Source: an optimization exercise on an open RTL-to-GDS flow (aim: small area, a short achievable clock period and few clock cycles per item). Production flows keep margins and buffers that such runs may drop. Only simulation tests tie the RTL to the original design; equivalence was not proved. Power and IR drop assume default switching activity.

## flow/design.v (module list and top-level ports; edited modules follow where they fit)
// module bfe_rho: 888 lines
module bfe_rho (
    input  wire               clk,
    input  wire               rst,
    input  wire               in_valid,
    output wire               in_ready,
    input  wire               in_last,
    input  wire               in_elided,
    input  wire signed [15:0] in_w_i,
    input  wire signed [15:0] in_w_q,
    output wire               out_valid,
    input  wire               out_ready,
    output wire        [14:0] out_rho,
    output wire               out_null
);
  // ...
==> flow/flow/run.sh <==
#!/bin/bash
# Layout flow: the standard ORFS flow (standard.sh), with
#  - the standard synthesis, unchanged (standard.sh synth);
#  - flow/fa_polarity.py on its netlist: full adders are used on complemented
#    signals where that saves inverters (same cells otherwise, same registers);
#  - ports buffered with buf_2 rather than the default delay buffer;
#  - timing repair aimed at SETUP_SLACK_MARGIN ns of slack at the 12 ns clock;
#  - the further ORFS settings listed in flow/extra.txt, one VAR=value a line.
# Each step's output goes to a log file of its own here.
set -euo pipefail
MARGIN=$(cat flow/margin.txt)
ARGS=("SETUP_SLACK_MARGIN=$MARGIN" "BUFFER_PORTS_ARGS=-buffer_cell sky130_fd_sc_hd__buf_2")
while IFS= read -r line; do
  [[ -n "$line" ]] && ARGS+=("$line")
done < flow/extra.txt
RES=orfs/results/sky130hd/bfe_rho/base
bash standard.sh "${ARGS[@]}" synth > flow_synth.log 2>&1
cp $RES/1_2_yosys.v $RES/1_2_yosys.standard.v
python3 flow/fa_polarity.py $RES/1_2_yosys.standard.v $RES/1_2_yosys.v > fa_polarity.log 2>&1
rm -f $RES/1_synth.odb $RES/1_synth.sdc
bash standard.sh "${ARGS[@]}" finish > flow_finish.log 2>&1
==> flow/flow/extra.txt <==
CTS_CLUSTER_SIZE=30
CTS_CLUSTER_DIAMETER=60
==> flow/flow/fa_polarity.py <==
#!/usr/bin/env python3
"""Take inverters out of a mapped netlist by flipping full adders.

A full adder is self-dual: FA(~a, ~b, ~c) = (~sum, ~cout). Yosys's adder
extraction leaves many inverters between the sky130 full adders of a
carry-save tree. This pass chooses, for each fa cell, whether to use it on
complemented signals, so that as few signals as possible need an inverter,
and rewrites the netlist: same cells (less inverters, plus at most one new
inverter per signal), same registers, same ports, same function.

Only inverters between internal nets (named _NNNN_) are taken apart; every
other net keeps its name, polarity and driver.
usage: fa_polarity.py IN.v OUT.v
"""
import re
import sys
from collections import defaultdict

INV = "sky130_fd_sc_hd__inv_1"
FA_TYPES = ("sky130_fd_sc_hd__fa_1", "sky130_fd_sc_hd__fa_2", "sky130_fd_sc_hd__fa_4")
HA_TYPES = ("sky130_fd_sc_hd__ha_1",)
OUT_PINS = {"X", "Y", "SUM", "COUT", "Q", "Q_N", "HI", "LO"}

src = open(sys.argv[1]).read()
m = re.search(r"\n(\s*sky130_fd_sc_hd__\w+ )", src)
head_end = m.start() + 1
end = src.rindex("endmodule")
head, body = src[:head_end], src[head_end:end]

cell_re = re.compile(r"\s*(sky130_fd_sc_hd__\w+)\s+(\S+)\s*\((.*?)\);\n", re.S)
pin_re = re.compile(r"\.(\w+)\(\s*(.*?)\s*\)\s*(?:,|$)", re.S)
cells = []
pos = 0
while pos < len(body):
    mm = cell_re.match(body, pos)
    if not mm:
        raise SystemExit("unparsed netlist text: " + body[pos:pos + 200])
    pins = [(p, n.strip()) for p, n in pin_re.findall(mm.group(3))]
    cells.append({"type": mm.group(1), "name": mm.group(2), "pins": pins})
    pos = mm.end()

internal = re.compile(r"^_\d+_$")
INV_TYPES = {"sky130_fd_sc_hd__inv_1", "sky130_fd_sc_hd__inv_2", "sky130_fd_sc_hd__inv_4",
             "sky130_fd_sc_hd__clkinv_1", "sky130_fd_sc_hd__clkinv_2"}

# union nets joined by removable inverters into signals with a polarity
parent, par = {}, {}


def find(n):
    if n not in parent:
        parent[n], par[n] = n, 0
        return n, 0
    p, q = n, 0
    while parent[p] != p:
        q ^= par[p]
        p = parent[p]
    return p, q


removable = set()
for i, c in enumerate(cells):
    if c["type"] in INV_TYPES:
        d = dict(c["pins"])
        a, y = d["A"], d["Y"]
        if internal.match(a) and internal.match(y):
            ra, pa = find(a)
            ry, py = find(y)
            if ra == ry:
                continue
            parent[ry] = ra
            par[ry] = pa ^ py ^ 1
            removable.add(i)


def sig(n):
    return find(n)


flip = {}
fa_idx = [i for i, c in enumerate(cells) if c["type"] in FA_TYPES]
fa_ok = set()
for i in fa_idx:
    d = dict(cells[i]["pins"])
    if internal.match(d["SUM"]) and internal.match(d["COUT"]):
        fa_ok.add(i)
for i in fa_idx:
    flip[i] = 0
# a half adder on two complemented inputs is an xor2 (same sum) and a nor2
# (same carry), of the same area: it may take its inputs either way
ha_idx = [i for i, c in enumerate(cells) if c["type"] in HA_TYPES]
for i in ha_idx:
    flip[i] = 0

# driven polarity and consumer polarity counts per signal
drv = {}
need = defaultdict(lambda: [0, 0])
for i, c in enumerate(cells):
    if i in removable:
        continue
    for p, n in c["pins"]:
        if not n or n.startswith("1'"):
            continue
        s, q = sig(n)
        if p in OUT_PINS:
            drv[s] = [q, i]
        else:
            need[s][q] += 1
# ports: outputs are consumers of their net, inputs drive theirs
port_nets = {"input": [], "output": []}
for mm in re.finditer(r"^\s*(input|output)\s+(\[\d+:\d+\]\s+)?(\S+);", head, re.M):
    kind, rng, name = mm.group(1), mm.group(2), mm.group(3)
    if rng:
        hi, lo = map(int, re.findall(r"\d+", rng))
        names = [f"{name}[{k}]" for k in range(min(hi, lo), max(hi, lo) + 1)]
    else:
        names = [name]
    port_nets[kind].extend(names)
used = set(n for c in cells for p, n in c["pins"])
for kind, names in port_nets.items():
    for x in names:
        if x not in used and x.strip() in used:
            x = x.strip()
        if x not in used:
            continue
        s, q = sig(x)
        if kind == "output":
            need[s][q] += 1
        else:
            drv[s] = [q, -1]
            


def cost(s):
    if s not in drv:
        return 0
    return 1 if need[s][drv[s][0] ^ 1] > 0 else 0


def fa_sigs(i):
    d = dict(cells[i]["pins"])
    if cells[i]["type"] in HA_TYPES:
        return [sig(d[p]) for p in ("A", "B")], []
    ins = [sig(d[p]) for p in ("A", "B", "CIN")]
    outs = [sig(d[p])[0] for p in ("SUM", "COUT")]
    return ins, outs


def toggle(i):
    ins, outs = fa_sigs(i)
    for s, q in ins:
        f = flip[i]
        need[s][q ^ f] -= 1
        need[s][q ^ f ^ 1] += 1
    for s in outs:
        drv[s][0] ^= 1
    flip[i] ^= 1


before = sum(cost(s) for s in drv)
import math
import random
rng = random.Random(1)
cand = [i for i in fa_idx if i in fa_ok] + ha_idx
cur = before
best, best_flip = cur, dict(flip)
passes = 0
if cand:
    steps = 400 * len(cand)
    for k in range(steps):
        temp = 1.5 * (1 - k / steps) + 0.01
        i = cand[rng.randrange(len(cand))]
        ins, outs = fa_sigs(i)
        touched = set(s for s, q in ins) | set(outs)
        c0 = sum(cost(s) for s in touched)
        toggle(i)
        c1 = sum(cost(s) for s in touched)
        d = c1 - c0
        if d <= 0 or rng.random() < math.exp(-d / temp):
            cur += d
            if cur < best:
                best, best_flip = cur, dict(flip)
        else:
            toggle(i)
    for i in cand:
        if flip[i] != best_flip[i]:
            toggle(i)
    passes = steps
after = sum(cost(s) for s in drv)
n_removed = len(removable)

# rebuild: each signal is carried by its driver's net; one inverter makes the complement
net_of = {}
for s, (q, i) in drv.items():
    if i < 0:
        net_of[s] = s
        continue
    c = cells[i]
    for p, n in c["pins"]:
        if p in OUT_PINS and sig(n)[0] == s:
            net_of[s] = n
            break
new_wires, new_cells = [], []
comp_net = {}


def net_for(s, q):
    if s not in drv:
        raise SystemExit("signal without driver: %r" % (s,))
    if drv[s][0] == q:
        return net_of[s]
    if s not in comp_net:
        base = net_of[s].strip("\\ ").replace("[", "_").replace("]", "_")
        nn = f"_fp_{base}_n"
        comp_net[s] = nn
        new_wires.append(nn)
        new_cells.append((INV, f"_fp_inv_{len(new_cells)}", [("A", net_of[s]), ("Y", nn)]))
    return comp_net[s]


out = []
for i, c in enumerate(cells):
    if i in removable:
        continue
    f = flip.get(i, 0)
    pins = []
    for p, n in c["pins"]:
        if not n or n.startswith("1'"):
            pins.append((p, n))
            continue
        s, q = sig(n)
        if p in OUT_PINS:
            pins.append((p, net_of[s] if drv[s][1] == i else n))
        else:
            pins.append((p, net_for(s, q ^ f if c["type"] in FA_TYPES + HA_TYPES else q)))
    if c["type"] in HA_TYPES and f:
        d = dict(pins)
        out.append(("sky130_fd_sc_hd__xor2_1", c["name"] + "_x", [("A", d["A"]), ("B", d["B"]), ("X", d["SUM"])]))
        out.append(("sky130_fd_sc_hd__nor2_1", c["name"] + "_n", [("A", d["A"]), ("B", d["B"]), ("Y", d["COUT"])]))
        continue
    out.append((c["type"], c["name"], pins))
# output ports whose net lost its driver (never, as port nets are not internal)
for t, nme, pins in new_cells:
    out.append((t, nme, pins))

lines = [head]
for w in new_wires:
    lines.append(f"  wire {w};\n")
for t, nme, pins in out:
    lines.append(f"  {t} {nme} (\n" + ",\n".join(f"    .{p}({n}{' ' if n.startswith(chr(92)) else ''})" for p, n in pins) + "\n  );\n")
lines.append(src[end:])
open(sys.argv[2], "w").write("".join(lines))
print(f"fa_polarity: {len(fa_idx)} full adders, {sum(flip.values())} flipped, "
      f"{n_removed} inverters taken out, {len(new_cells)} put in "
      f"(cost {before} -> {after}), {passes} passes", file=sys.stderr)
==> flow/flow/margin.txt <==
8.0
==> flow/standard.sh <==
#!/bin/bash
# synth_recipe.tcl (not shown) runs the flow's synth.tcl, then flattens the netlist and writes it again
# the make line also repeats each setting of config.mk as NAME=value (left out here)
make -C /OpenROAD-flow-scripts/flow DESIGN_CONFIG=/design/flow/config.mk WORK_HOME=/design/flow/orfs CLKGATE_MAP_FILE= SYNTH_SCRIPT=/design/flow/synth_recipe.tcl "${@:-finish}"
==> flow/config.mk <==
export PLATFORM = sky130hd
export DESIGN_NAME = bfe_rho
export DESIGN_NICKNAME = bfe_rho
export VERILOG_FILES = /design/flow/design.v
export SDC_FILE = /design/flow/constraint.sdc
export NUM_CORES = 4
export LEC_CHECK = 0
export CAP_MARGIN = 20
export CORE_MARGIN = 2
export CORE_UTILIZATION = 40
export SLEW_MARGIN = 20
==> flow/constraint.sdc <==
create_clock -name core_clock -period 12.0 [get_ports {clk}]
set_input_delay 2.4000 -clock core_clock [delete_from_list [all_inputs] [get_ports {clk}]]
set_output_delay 2.4000 -clock core_clock [all_outputs]
set_load 0.01 [all_outputs]
==> results.cfg, run 1 <==
[status]
status = finished clean

[clocking]
cts_setup_buffers = 4
clk_latency_ns = 0.62
holdBufCountCts = 0
cts_root_buf = clkbuf_16

[final_layout]
largest_cell_class = multi-input gates
layout_commonest_cell = nand2_1
comb.multi_input.count = 2024
multi_input_area_mm2 = 0.01655
buffers = 85
layout.nets = 3100
multi_input_area_share_pct = 61.46

[setup_path]
r2r-start = me$_DFF_P_
path_common_cell = buf_12
cp_max_fo = 11
crit_type = reg -> reg
end_kind = flip-flop
crit_path_top_delay_cell = fa_1

[pwr]
seq_power_share_pct = 26.1
power_mw = 5.889
p_leak_nw = 12.09

[timing]
hold_viol_final = 0
tightest_slew_ns = 1.038

[logic_synthesis]
synth.cell_area_mm2 = 0.02432
synth_area_per_cell_um2 = 9.068
yosysWarnings = 1

[placement]
dpl_cell_area_mm2 = 0.02524
dp.final_hpwl_um = 46710

[die]
start_util_pct = 40.37
io-pin-count = 56
core-area_mm2 = 0.06025

[grt]
grt_util_met3_pct = 2.026
grt_overflow = 0

[drt]
drc = 0
wl_met3_um = 2478

[min_path]
whs_endpoint = me$_DFF_P_
Testbench counts, summed over its fixed seeds: cycles 24,472, sets 480.
==> run 2: changes to the inputs <==
--- a/flow/design.v
+++ b/flow/design.v
@@ -779,40 +779,57 @@
     reg [31:0] ra, rb;
     always @(posedge clk) begin
         ra <= tree_a;
         rb <= tree_b;
         ml <= il;
         me <= ie;
         mv <= iv & ~rst;
     end
-    reg [37:0] e_all, e_rem;           
+    reg [18:0] a_lo, a_hi, r_lo, r_hi;
+    reg        a_cy, r_cy;
     reg        any_el, pend;           
     reg        rst_d;                  
     reg        ld;                     
     wire       pend_n;                 
     wire        keep = ~me;
-    wire [37:0] a0 = ld ? 38'd0 : e_all;
+    wire [37:0] a0 = ld ? 38'd0 : {a_hi, a_lo};
     wire [37:0] a1 = {6'd0, ra};
     wire [37:0] a2 = {6'h3f, rb};
     wire [37:0] a_s = a0 ^ a1 ^ a2;
     wire [37:0] a_c = (a0 & a1) | (a0 & a2) | (a1 & a2);
-    wire [37:0] r0 = ld ? 38'd0 : e_rem;
+    wire [37:0] r0 = ld ? 38'd0 : {r_hi, r_lo};
     wire [37:0] r1 = keep ? {6'd0, ra} : 38'd0;
     wire [37:0] r2 = keep ? {6'h3f, rb} : 38'd0;
     wire [37:0] r_s = r0 ^ r1 ^ r2;
     wire [37:0] r_c = (r0 & r1) | (r0 & r2) | (r1 & r2);
+    wire [19:0] a_lo_n = {1'b0, a_s[18:0]} + {1'b0, a_c[17:0], 1'b0};
+    wire [19:0] a_hi_c = {a_s[37:19], 1'b1} + {a_c[36:18], a_cy & ~ld};
+    wire [18:0] a_hi_n = a_hi_c[19:1];
+    wire [19:0] r_lo_n = {1'b0, r_s[18:0]} + {1'b0, r_c[17:0], 1'b0};
+    wire [19:0] r_hi_c = {r_s[37:19], 1'b1} + {r_c[36:18], r_cy & ~ld};
+    wire [18:0] r_hi_n = r_hi_c[19:1];
+    wire [37:0] e_all = {a_hi + {18'd0, a_cy}, a_lo};
+    wire [37:0] e_rem = {r_hi + {18'd0, r_cy}, r_lo};
     always @(posedge clk) begin
         rst_d <= rst;
         if (rst | rst_d) begin
-            e_all  <= 38'd0;
-            e_rem  <= 38'd0;
+            a_lo <= 19'd0;
+            a_hi <= 19'd0;
+            a_cy <= 1'b0;
+            r_lo <= 19'd0;
+            r_hi <= 19'd0;
+            r_cy <= 1'b0;
         end else begin
-            e_all  <= a_s + {a_c[36:0], 1'b0};
-            e_rem  <= r_s + {r_c[36:0], 1'b0};
+            a_lo <= a_lo_n[18:0];
+            a_hi <= a_hi_n;
+            a_cy <= a_lo_n[19];
+            r_lo <= r_lo_n[18:0];
+            r_hi <= r_hi_n;
+            r_cy <= r_lo_n[19];
         end
         if (rst) begin
             any_el <= 1'b0;
             pend   <= 1'b0;
         end else begin
             any_el <= ~ld & any_el | mv & me;
             pend   <= pend_n;
         end
--- a/flow/flow/run.sh
+++ b/flow/flow/run.sh
@@ -6,16 +6,16 @@
 #  - ports buffered with buf_2 rather than the default delay buffer;
 #  - timing repair aimed at SETUP_SLACK_MARGIN ns of slack at the 12 ns clock;
 #  - the further ORFS settings listed in flow/extra.txt, one VAR=value a line.
 # Each step's output goes to a log file of its own here.
 set -euo pipefail
 MARGIN=$(cat flow/margin.txt)
 ARGS=("SETUP_SLACK_MARGIN=$MARGIN" "BUFFER_PORTS_ARGS=-buffer_cell sky130_fd_sc_hd__buf_2")
 while IFS= read -r line; do
-  [[ -n "$line" ]] && ARGS+=("$line")
+  if [[ -n "$line" ]]; then ARGS+=("$line"); fi
 done < flow/extra.txt
 RES=orfs/results/sky130hd/bfe_rho/base
 bash standard.sh "${ARGS[@]}" synth > flow_synth.log 2>&1
 cp $RES/1_2_yosys.v $RES/1_2_yosys.standard.v
 python3 flow/fa_polarity.py $RES/1_2_yosys.standard.v $RES/1_2_yosys.v > fa_polarity.log 2>&1
 rm -f $RES/1_synth.odb $RES/1_synth.sdc
 bash standard.sh "${ARGS[@]}" finish > flow_finish.log 2>&1
==> results.cfg, run 2 <==
[setup_path]
end_kind = flip-flop
timing.critical_path.from = me$_DFF_P_
crit_path_max_incr_delay_ns = 0.50
worstPathArrival_ns = 4.16
path_cells = buf_4 > nor2b_1 > fa_1 > ha_1 > nand3_1 > nand2_1 > a41o_1 > a221o_1 > a21oi_1 > o21ai_1 > o2bb2ai_1 > xnor2_1 > nor2_1
crit_path_top_delay_cell = fa_1
start_kind = flip-flop
r2r-start = me$_DFF_P_
crit_required_ns = 12.39
cp_max_fo = 35
crit_type = reg -> reg

[timing]
min_period_ns = 3.776
rsz0062_at_grt = no
tightest_slew_ns = 0.9144
setup_viol = 0
finalSetupTns_ns = 0
hold_viol_final = 0
slew_headroom_pct = 38.96
finalMaxSlewViolations = 0
fmax_ghz = 0.2648
finalClockSkew_ns = 0.03291
whs_ns = 0.3480
fin_crit_sh_pct = 31.47

[final_layout]
n_fill_cell = 5720
syn_to_final_growth_pct = 9.601
layout_common_cells = fa_1 (258), dfxtp_1 (229), nand2_1 (219), nor2_1 (203), inv_1 (194)
drive_above_1_share_pct = 7.557
reg.largest.list = dvs: 38 flops, rem: 38 flops
layout.nets = 3049
layout_commonest_cell = fa_1
diodes = 0
regArea_mm2 = 0.006709
multi_input_area_mm2 = 0.01650

[drt]
via_count = 17639
drt_iter0_markers = 878
routed_wl_um = 56080
via_per_inst = 5.185
post_drt_wl_per_cell_um = 16.48
drc = 0
postRouteAntennaNets = 0
dr.pass1.iters = 5

[logic_synthesis]
yosysWarnings = 1
synth.cell_area_mm2 = 0.02428
syn_inst = 2587
synth_area_per_cell_um2 = 9.385
syn_nets = 3038

[die]
die_area_mm2 = 0.06269
start_util_pct = 40.38
rows = 90
io-pin-count = 56
die_w_um = 250.4
core-area_mm2 = 0.06013
die_y_um = 250.4

[clocking]
cts_max_level = 2
cts_tree = built
cts_buffers = 34
cts_sinks = 306
holdBufCountCts = 0
cts_root_buf = clkbuf_16
clk_latency_ns = 0.56
clockBufferDepth = 3
clk_pin_slew_ns = 0.08

[grt]
grt_util_all_layers_pct = 18.07
grt_pass1_wl_um = 92860
grt_pass1_vias = 18234
grt_overflow = 0
grt_max_degree = 72
antenna_found_initial = 0

[placement]
portBuffers = 55
dp.final_hpwl_um = 43000
gp_congestion = 0.8468

[pwr]
p_leak_nw = 12.12
power_density_mw_per_mm2 = 214.0
vdd_drop_max_mv = 0.1140

[status]
status = finished clean

[min_path]
min_from = ie$_DFF_P_
min_path_type = reg -> reg

[run]
cap_viol_max_count = 0
-- run 2: final timing paths --
check	cells after the start	slack [ns]	to
setup / recovery	13	8.22	r_hi[16]$_SDFF_PP0_
hold / removal	0	0.35	me$_DFF_P_
setup reg to reg	13	8.22	r_hi[16]$_SDFF_PP0_
hold reg to reg	0	0.35	me$_DFF_P_
-- run 2: layout make-up --
class | count | area share (%)
clock buffers | 35 | 3.291
inverters | 196 | 2.798
multi-input cells | 1985 | 62.01
flip-flops and latches | 306 | 25.21
repair buffers | 75 | 1.768
well taps | 782 | 3.677
clock inverters | 23 | 1.246
-- run 2: worst max-delay path, delay by kind of cell (launching register included) --
kind	cells	cell delay (ns)
buffers and inverters	1	0.42
AO/OA/AOI/OAI	5	1.34
AND/OR/NAND/NOR	4	0.34
adder cells (fa/ha/maj)	2	0.84
flip-flops	1	0.49
XOR/XNOR	1	0.14
-- run 2: metal layers --
layer | vias up | part of all wire [%] | wire (µm) | GRT usage (%)
li1 | 8652 | - | - | -
met1 | 8537 | 47 | 26360 | 24.20
met2 | 344 | 46 | 25780 | 29.67
met3 | 106 | 3.9 | 2192 | 2.691
met4 | 0 | 3.1 | 1746 | 6.638
met5 | - | 0 | 0 | 0
-- run 2: timing repair --
item,4_1_cts,5_1_grt
gates cloned,0,1
pin swaps,0,1
endpoints found under the setup margin,20,34
gates resized for setup,12,25
setup buffers,1,6
-- run 2: per-stage QoR --
stage	setup WS (ns)	instance area [µm²]	util [%]	total power [mW]	std cells
final	8.224	26610	44.25	5.696	3402
after global routing	8.040	26610	44.25	6.219	3402
after CTS	8.004	26480	44.04	5.727	3394
after detailed placement	7.807	25240	41.97	4.584	3335
after global placement	7.861	25230	41.96	4.496	3334
after floorplan	8.094	24280	-	3.966	2587
-- run 2: where the power goes --
group / internal [mW] / total (mW) / leakage, nW / switching (mW)
Combinational: 1.34 / 2.99 / 8.94 / 1.65
Sequential: 1.34 / 1.60 / 2.60 / 0.262
Clock: 0.594 / 1.11 / 0.581 / 0.514
Testbench counts of run 2, summed over its fixed seeds: cycles 24,472, sets 480.
==> run 3: changes to the inputs <==
==> flow/flow/margin.txt (replaced) <==
8.8
==> results.cfg, run 3 <==
[drt]
dr.pass1.iters = 5
drt_iter0_markers = 919
drc = 0
postRouteAntennaNets = 0
via_per_inst = 5.242
routed_wl_um = 62900
post_drt_wl_per_cell_um = 17.79
via_count = 18530

[grt]
grt_overflow = 0
grt_util_all_layers_pct = 19.80
grt_pass1_wl_um = 100300
antenna_found_initial = 1
grt_max_degree = 72
grt_pass1_vias = 19350

[final_layout]
layout_common_cells = dfxtp_1 (215), nand2_1 (208), nor2_1 (196), inv_1 (183), fa_1 (156)
fin_area_mm2 = 0.02921
drive_above_1_share_pct = 21.36
diodes = 0
syn_to_final_growth_pct = 20.30
regArea_mm2 = 0.006789
final_cells = 3535
layout.nets = 3179
n_fill_cell = 5561
reg.largest.list = dvs: 38 flops, rem: 38 flops
multi_input_area_mm2 = 0.01761
layout_commonest_cell = dfxtp_1
final_util_pct = 48.57

[logic_synthesis]
synth.cell_area_mm2 = 0.02428
synth_area_per_cell_um2 = 9.385
yosysWarnings = 1
syn_inst = 2587
syn_nets = 3038

[timing]
rsz0062_at_grt = yes
min_period_ns = 3.641
fmax_ghz = 0.2746
slew_headroom_pct = 37.75
tightest_slew_ns = 0.9325
finalMaxSlewViolations = 0
hold_viol_final = 0
finalSetupTns_ns = 0
fin_ws_ns = 8.359
finalClockSkew_ns = 0.03041
setup_viol = 0
fin_crit_sh_pct = 30.34

[clocking]
cts_sinks = 306
cts_tree = built
cts_max_level = 2
clockBufferDepth = 3
cts_buffers = 34
clk_latency_ns = 0.56
cts_root_buf = clkbuf_16
clk_pin_slew_ns = 0.07

[die]
io-pin-count = 56
die_w_um = 250.4
die_area_mm2 = 0.06269
rows = 90
core-area_mm2 = 0.06013
start_util_pct = 40.38
die_y_um = 250.4

[placement]
place_inst = 3333
dpl_cell_area_mm2 = 0.02563
dp.final_hpwl_um = 44380
preCtsSetupSlack_ns = 7.934
portBuffers = 55
gp_congestion = 0.8814

[pwr]
p_leak_nw = 12.88
power_density_mw_per_mm2 = 212.4
vdd_drop_max_mv = 0.1362

[setup_path]
crit_required_ns = 12.50
crit_type = reg -> reg
worstPathArrival_ns = 4.14
start_kind = flip-flop
end_kind = flip-flop
cp_max_fo = 5

[run]
cap_viol_max_count = 0

[min_path]
min_path_type = reg -> reg

[status]
status = finished clean
## run 3: path summary, 6_finish.rpt
| path | cells past startpoint | to | from | slack [ns] |
|---|---|---|---|---|
| setup / recovery | 9 | rb[15]$_DFF_P_ | wi[12]$_SDFF_PN0_ | 8.36 |
| hold / removal | 0 | me$_DFF_P_ | ie$_DFF_P_ | 0.34 |
| setup reg to reg | 9 | rb[15]$_DFF_P_ | wi[12]$_SDFF_PN0_ | 8.36 |
| hold reg to reg | 0 | me$_DFF_P_ | ie$_DFF_P_ | 0.34 |
## run 3: power breakdown
group / internal [mW] / switching [mW]
combinational: 1.65 / 1.87
clock: 0.599 / 0.491
sequential: 1.33 / 0.259
total: 3.58 / 2.62
## run 3: repair_timing
item,in CTS,in global routing
gates cloned,8,4
pin swaps,88,85
hold buffers,0,0
resized for setup,177,128
setup endpoints to repair,137,155
setup buffers,97,32
## run 3: per-stage QoR
step                      power (mW)  hold WS [ns]
after floorplan                4.053        0.3096
after CTS                      5.980        0.3461
after global routing           6.710        0.3486
final                          6.203        0.3386
after global placement         4.584        0.3413
after detailed placement       4.691        0.3378
## run 3: critical path, cell delays in order, from the launching register on
cell	delay, ns
dfxtp_4	0.36
buf_4	0.14
buf_6	0.11
and2_4	0.15
fa_2	0.53
fa_2	0.44
fa_2	0.36
fa_2	0.55
fa_2	0.44
fa_2	0.52
## run 3: cell type report
class / instances / share of cell area [%]
Clock buffer: 38 / 2.999
Timing Repair inverter: 1 / 0.02999
Sequential cell: 306 / 23.24
Inverter: 196 / 2.587
Multi-Input combinational cell: 1986 / 60.29
Tap cell: 782 / 3.350
Clock inverter: 23 / 0.9938
Timing Repair Buffer: 203 / 6.507
## run 3: metal layers
layer	share of wire [%]	track usage, %	wire [µm]
met5	0.011	0	7
met4	3.7	7.630	2341
met1	44	25.01	27580
met2	49	34.64	30620
met3	3.7	2.276	2351
==> run 4: changes to the inputs <==
==> flow/flow/margin.txt (replaced) <==
9.2
==> results.cfg, run 4 <==
[status]
status = finished clean

[final_layout]
drive_above_1_share_pct = 30.09
diodes = 0
layout_common_cells = dfxtp_1 (214), nand2_1 (201), nor2_1 (185), inv_1 (171), and2_1 (136)
layout_commonest_cell = dfxtp_1
n_fill_cell = 5209
layout.nets = 3250
syn_to_final_growth_pct = 28.50
reg.largest.list = dvs: 38 flops, rem: 38 flops

[die]
start_util_pct = 40.38
core-area_mm2 = 0.06013
die_w_um = 250.4
die_y_um = 250.4
io-pin-count = 56
die_area_mm2 = 0.06269
rows = 90

[timing]
tightest_slew_ns = 0.9411
slew_headroom_pct = 37.17
min_period_ns = 3.634
rsz0062_at_grt = yes
hold_viol_final = 0
setup_viol = 0
finalSetupTns_ns = 0
finalMaxSlewViolations = 0
finalClockSkew_ns = 0.04516
fmax_ghz = 0.2752
whs_ns = 0.3249
fin_crit_sh_pct = 30.28

[setup_path]
end_kind = output pin
endpoint = out_rho[4]
cp_num_buf_inv = 1
start_kind = flip-flop
worstPathArrival_ns = 1.23
crit_required_ns = 9.60
crit_path_max_incr_delay_ns = 0.45
ff2ff_path_depth = 9
path_delay_family = flip-flops
timing.critical_path.from = root[4]$_DFFE_PP_
path_cells = buf_2
r2r_setup_slack_ns = 8.43
crit_type = reg -> out
r2r-start = wi[10]$_SDFF_PN0_
crit_path_top_delay_cell = edfxtp_1
reg2reg_to = rb[19]$_DFF_P_
cp_max_fo = 2
crit_cells = 1

[drt]
top_layer_used = met4
met1_length_um = 28610
drc = 0
dr.pass1.iters = 5
wl_met3_um = 2231
via_count = 19037
post_drt_wl_per_cell_um = 18.73
postRouteAntennaNets = 0
routed_wl_um = 67490
drt_iter0_markers = 998
wl_met2_um = 33980
via_per_inst = 5.282

[clocking]
clk_latency_ns = 0.61
cts_tree = built
holdBufCountCts = 0
clk_pin_slew_ns = 0.08
clockBufferDepth = 3
cts_buffers = 30
cts_root_buf = clkbuf_16
cts_sinks = 306
cts_max_level = 1

[logic_synthesis]
synth.cell_area_mm2 = 0.02428
synth_area_per_cell_um2 = 9.385
yosysWarnings = 1
syn_inst = 2587
syn_nets = 3038

[pwr]
power_density_mw_per_mm2 = 224.0
p_leak_nw = 13.48
vdd_drop_max_mv = 0.1326

[grt]
grt_overflow = 0
grt_util_all_layers_pct = 20.74
antenna_found_initial = 0
grt_max_degree = 55
grt_pass1_vias = 19890
grt_pass1_wl_um = 105900

[placement]
portBuffers = 55
gp_congestion = 0.8443
dp.final_hpwl_um = 44070

[run]
cap_viol_max_count = 0

[min_path]
min_path_type = reg -> reg
==> run 4: cell type report <==
type	count	area, µm²	share of cell area, %
inverter	196	759.5	2.434
tap	782	978.4	3.136
sequential	306	6785	21.75
timing repair buffer	277	2719	8.715
multi-input combinational	1988	18900	60.58
clock inverter	23	297.8	0.9545
clock buffer	32	758.2	2.430
==> run 4: routing by layer <==
metal	global-route usage, %	vias to the layer above
li1	-	9082
met1	25.85	9406
met2	37.59	395
met3	2.141	154
met4	6.553	0
met5	0	-
==> run 4: repair_timing <==
action / 4_1_cts / 5_1_grt
gates cloned: 14 / 3
setup buffers: 146 / 54
pin swaps: 194 / 166
endpoints found under the setup margin: 222 / 204
gates resized for setup: 319 / 213
==> run 4: worst min-delay path by stage <==
stage / from / end / slack [ns] / cells past startpoint
after floorplan: ie$_DFF_P_ / me$_DFF_P_ / 0.31 / 0
after CTS: il$_DFF_P_ / ml$_DFF_P_ / 0.33 / 0
after detailed placement: ie$_DFF_P_ / me$_DFF_P_ / 0.33 / 0
final: il$_DFF_P_ / ml$_DFF_P_ / 0.32 / 0
after global routing: ie$_DFF_P_ / me$_DFF_P_ / 0.35 / 0
after global placement: ie$_DFF_P_ / me$_DFF_P_ / 0.32 / 0
==> run 4: stage by stage <==
| stage | setup WS (ns) | power [mW] | instances | instance area [µm²] | utilization [%] |
|---|---|---|---|---|---|
| after global routing | 8.348 | 7.476 | 3604 | 31200 | 51.88 |
| after floorplan | 8.443 | 4.094 | 2587 | 25360 | - |
| after global placement | 7.306 | 4.626 | 3332 | 25830 | 42.96 |
| after detailed placement | 7.224 | 4.711 | 3332 | 25830 | 42.96 |
| final | 8.366 | 6.990 | 3604 | 31200 | 51.88 |
| after CTS | 8.336 | 6.410 | 3547 | 29660 | 49.33 |
==> run 4: report_power, final <==
| part | total, mW | internal, mW | switching, mW |
|---|---|---|---|
| clock network | 1.00 | 0.515 | 0.489 |
| logic | 4.37 | 2.15 | 2.22 |
| registers | 1.62 | 1.33 | 0.285 |
| total | 6.99 | 4.00 | 2.99 |
==> run 4: worst reg2reg max path, delay by kind of cell, from the launching register on <==
| kind | cells | cell delay (ns) |
|---|---|---|
| flops | 1 | 0.37 |
| fa+ha+maj | 6 | 2.84 |
| buf+inv | 2 | 0.10 |
| simple gates | 1 | 0.16 |
==> run 5: changes to the inputs <==
==> flow/flow/margin.txt (replaced) <==
8.6
==> results.cfg, run 5 <==
[final_layout]
syn_to_final_growth_pct = 16.79
multi_input_area_mm2 = 0.01722
reg.largest.list = dvs: 38 flops, rem: 38 flops
n_fill_cell = 5643
layout_commonest_cell = dfxtp_1
drive_above_1_share_pct = 18.00
layout.nets = 3136
regArea_mm2 = 0.006783
layout_common_cells = dfxtp_1 (214), nand2_1 (208), nor2_1 (201), inv_1 (186), fa_1 (174)
diodes = 0
final_util_pct = 47.16

[logic_synthesis]
syn_inst = 2587
synth_area_per_cell_um2 = 9.385
syn_nets = 3038
synth.cell_area_mm2 = 0.02428
yosysWarnings = 1

[drt]
dr.pass1.iters = 6
via_per_inst = 5.181
drt_iter0_markers = 919
via_count = 18097
post_drt_wl_per_cell_um = 17.33
drc = 0
routed_wl_um = 60530
postRouteAntennaNets = 0

[clocking]
holdBufCountCts = 0
clk_pin_slew_ns = 0.07
cts_max_level = 2
cts_sinks = 306
cts_tree = built
clockBufferDepth = 3
clk_latency_ns = 0.57
cts_root_buf = clkbuf_16
cts_buffers = 34

[pwr]
p_leak_nw = 12.61
vdd_drop_max_mv = 0.1294
power_density_mw_per_mm2 = 211.8

[setup_path]
cp_max_fo = 3
end_kind = output pin
worstPathArrival_ns = 1.18
crit_required_ns = 9.60
crit_type = reg -> out
crit_path_top_delay_cell = edfxtp_1
cp_num_buf_inv = 1
path_delay_family = flip-flops
path_cells = buf_2
crit_path_max_incr_delay_ns = 0.44
start_kind = flip-flop

[run]
cap_viol_max_count = 0

[die]
die_w_um = 250.4
start_util_pct = 40.38
die_y_um = 250.4
die_area_mm2 = 0.06269
io-pin-count = 56
core-area_mm2 = 0.06013
rows = 90

[grt]
grt_util_all_layers_pct = 18.98
grt_overflow = 0
grt_pass1_wl_um = 96910
antenna_found_initial = 0
grt_max_degree = 66
grt_pass1_vias = 18722

[timing]
rsz0062_at_grt = yes
whs_ns = 0.3363
fin_crit_sh_pct = 29.86
finalMaxSlewViolations = 0
hold_viol_final = 0
setup_viol = 0
slew_headroom_pct = 33.24
tightest_slew_ns = 0.9977
finalClockSkew_ns = 0.03316
min_period_ns = 3.584
finalSetupTns_ns = 0
fmax_ghz = 0.2790

[placement]
dp.final_hpwl_um = 43640
portBuffers = 55
gp_congestion = 0.8692

[status]
status = finished clean

[min_path]
min_path_type = reg -> reg
-- run 5: routing by layer --
layer  routed length, µm  vias to the layer above  global-route usage, %
li1                    -                     8839                      -
met1               27120                     8791                  24.82
met2               29140                      367                  32.52
met3                2219                      100                  2.577
met4                2041                        0                  6.022
met5                   0                        -                      0
-- run 5: cell type report --
cell class,instances,area share [%]
repair inverters,1,0.03089
inverters,196,2.665
repair buffers,160,4.743
flip-flops and latches,306,23.92
multi-input cells,1986,60.73
well taps,782,3.450
clock inverters,22,1.200
clock buffers,40,3.265
-- run 5: what timing repair did --
item	in CTS	in global routing
gates cloned	4	4
pin swaps	44	78
gates resized for setup	99	132
setup buffers	61	28
setup endpoints to repair	147	88
-- run 5: final timing paths --
path / slack [ns] / start / cells past startpoint / endpoint
worst max-delay path: 8.42 / root[1]$_DFFE_PP_ / 1 / out_rho[1]
worst min-delay path: 0.34 / ie$_DFF_P_ / 0 / me$_DFF_P_
worst max register to register: 8.44 / wi[10]$_SDFF_PN0_ / 9 / rb[19]$_DFF_P_
worst min register to register: 0.34 / ie$_DFF_P_ / 0 / me$_DFF_P_
-- run 5: stage by stage --
step	power [mW]	instance area, µm²	cells	setup WS, ns
after floorplan	4.017	24800	2587	8.443
after global routing	6.518	28360	3493	8.364
after global placement	4.549	25480	3334	7.784
after CTS	5.905	27610	3461	8.363
final	6.006	28360	3493	8.416
after detailed placement	4.641	25480	3334	7.719
-- run 5: power breakdown --
| group | total, mW | switching, mW | internal (mW) |
|---|---|---|---|
| clock network | 1.15 | 0.513 | 0.638 |
| logic | 3.26 | 1.78 | 1.49 |
| registers | 1.59 | 0.256 | 1.33 |
| total | 6.01 | 2.55 | 3.46 |
==> run 6: changes to the inputs <==
==> flow/flow/margin.txt (replaced) <==
8.4
==> results.cfg, run 6 <==
[clocking]
cts_tree = built
cts_sinks = 306
cts_root_buf = clkbuf_16
clk_latency_ns = 0.56
clk_pin_slew_ns = 0.08
cts_buffers = 34
cts_max_level = 2
holdBufCountCts = 0
clockBufferDepth = 3

[placement]
portBuffers = 55
gp_congestion = 0.8467
dp.final_hpwl_um = 43080

[logic_synthesis]
synth.cell_area_mm2 = 0.02428
syn_inst = 2587
synth_area_per_cell_um2 = 9.385
yosysWarnings = 1
syn_nets = 3038

[drt]
dr.pass1.iters = 5
routed_wl_um = 59240
drc = 0
via_count = 18037
via_per_inst = 5.196
post_drt_wl_per_cell_um = 17.07
postRouteAntennaNets = 0
drt_iter0_markers = 707

[setup_path]
path_cells = and2_4 > fa_1 > inv_2 > fa_1 > fa_2 > inv_2 > fa_2 > fa_2 > fa_1
end_kind = flip-flop
start_kind = flip-flop
crit_type = reg -> reg
crit_path_max_incr_delay_ns = 0.55
cp_num_buf_inv = 2
worstPathArrival_ns = 4.03
crit_path_top_delay_cell = fa_1
crit_required_ns = 12.43
cp_max_fo = 6
path_delay_family = adder cells

[run]
cap_viol_max_count = 0

[grt]
antenna_found_initial = 0
grt_util_all_layers_pct = 19.02
grt_pass1_wl_um = 97660
grt_max_degree = 79
grt_overflow = 0
grt_pass1_vias = 19052

[final_layout]
layout.nets = 3114
layout_common_cells = fa_1 (221), dfxtp_1 (217), nand2_1 (216), nor2_1 (202), inv_1 (190)
syn_to_final_growth_pct = 13.71
diodes = 0
reg.largest.list = dvs: 38 flops, rem: 38 flops
layout_commonest_cell = fa_1
drive_above_1_share_pct = 12.64
multi_input_area_mm2 = 0.01670
regArea_mm2 = 0.006777
n_fill_cell = 5676

[timing]
rsz0062_at_grt = yes
fin_crit_sh_pct = 29.99
slew_headroom_pct = 34.46
finalMaxSlewViolations = 0
tightest_slew_ns = 0.9795
whs_ns = 0.3320
setup_viol = 0
fmax_ghz = 0.2779
min_period_ns = 3.599
finalClockSkew_ns = 0.02812
hold_viol_final = 0
finalSetupTns_ns = 0

[die]
die_y_um = 250.4
core-area_mm2 = 0.06013
io-pin-count = 56
die_w_um = 250.4
die_area_mm2 = 0.06269
start_util_pct = 40.38
rows = 90

[status]
status = finished clean

[pwr]
p_leak_nw = 12.55
power_density_mw_per_mm2 = 211.7
vdd_drop_max_mv = 0.1416

[min_path]
min_path_type = reg -> reg
[run 6: worst paths after layout]
check | startpoint | to | slack [ns] | cells past startpoint
min | ie$_DFF_P_ | me$_DFF_P_ | 0.33 | 0
max reg2reg | wi[5]$_SDFF_PN0_ | rb[19]$_DFF_P_ | 8.40 | 9
min reg2reg | ie$_DFF_P_ | me$_DFF_P_ | 0.33 | 0
max | wi[5]$_SDFF_PN0_ | rb[19]$_DFF_P_ | 8.40 | 9
[run 6: per-stage QoR]
| stage | power, mW | setup WS, ns | instances | util, % | area [µm²] |
|---|---|---|---|---|---|
| after global placement | 4.503 | 7.581 | 3334 | 42.01 | 25260 |
| after detailed placement | 4.594 | 7.436 | 3334 | 42.01 | 25260 |
| final | 5.845 | 8.401 | 3471 | 45.91 | 27610 |
| after global routing | 6.364 | 8.348 | 3471 | 45.91 | 27610 |
| after floorplan | 3.976 | 8.338 | 2587 | - | 24460 |
| after CTS | 5.810 | 8.342 | 3450 | 45.36 | 27270 |
[run 6: metal layers]
metal  up-vias  part of all wire [%]  GRT usage [%]
met4         0                   2.7          6.125
met1      8798                    44          23.99
li1       8789                     -              -
met5         -                     0              0
met3        84                   3.8          2.151
met2       366                    49          33.93
[run 6: area by class of cell]
class | count | area share, %
sequential | 306 | 24.55
tap | 782 | 3.544
clock buffer | 38 | 3.327
multi-input combinational | 1985 | 60.50
timing repair buffer | 140 | 4.224
clock inverter | 24 | 1.165
inverter | 196 | 2.697
[run 6: repair_timing]
action,4_1_cts,5_1_grt
setup buffers,49,20
gates resized for setup,81,49
pin swaps,13,45
cloned,5,1
setup endpoints to repair,76,41
[run 6: power breakdown]
part	internal, mW	switching, mW
sequential	1.33	0.254
clock	0.631	0.510
combinational	1.41	1.71

==> what the ideal ports hide <==
The flow's constraints put no driver on any port. The routed layouts listed below were extracted and timed again, unchanged, in two steps.
Step 1 sets driving cells, clkbuf_16 on the clock port and buf_2 on the other inputs (assumed; they add their load-dependent delay and slew).
Step 2 adds t to the input delays and takes it off the output delays; t is the mean of the earliest and latest rising clock arrival at the registers after step 1. Input paths then give back, and output paths get back, about the clock's delay inside the block.
Slacks: ideal ports / drivers / drivers and shift; pairs: ideal ports / drivers.
run | t, ns | setup slack, ns | latest minus earliest clock arrival (ns) | worst data-port slew with drivers (ns)
run 1 | 0.651 | 8.054 / 8.054 / 7.772 | 0.047 / 0.046 | 0.04
run 2 | 0.601 | 8.224 / 8.179 / 8.054 | 0.035 / 0.035 | 0.05
run 3 | 0.606 | 8.359 / 8.359 / 8.284 | 0.031 / 0.030 | 0.04
run 4 | 0.654 | 8.366 / 8.304 / 8.426 | 0.046 / 0.046 | 0.08
run 5 | 0.619 | 8.416 / 8.353 / 8.129 | 0.033 / 0.033 | 0.04
run 6 | 0.611 | 8.401 / 8.353 / 8.012 | 0.030 / 0.030 | 0.04
After both steps setup and hold are still met in every run listed. The setup slack of run 6, which loses most, moves by -0.048 ns with the drivers and by -0.389 ns with both steps.
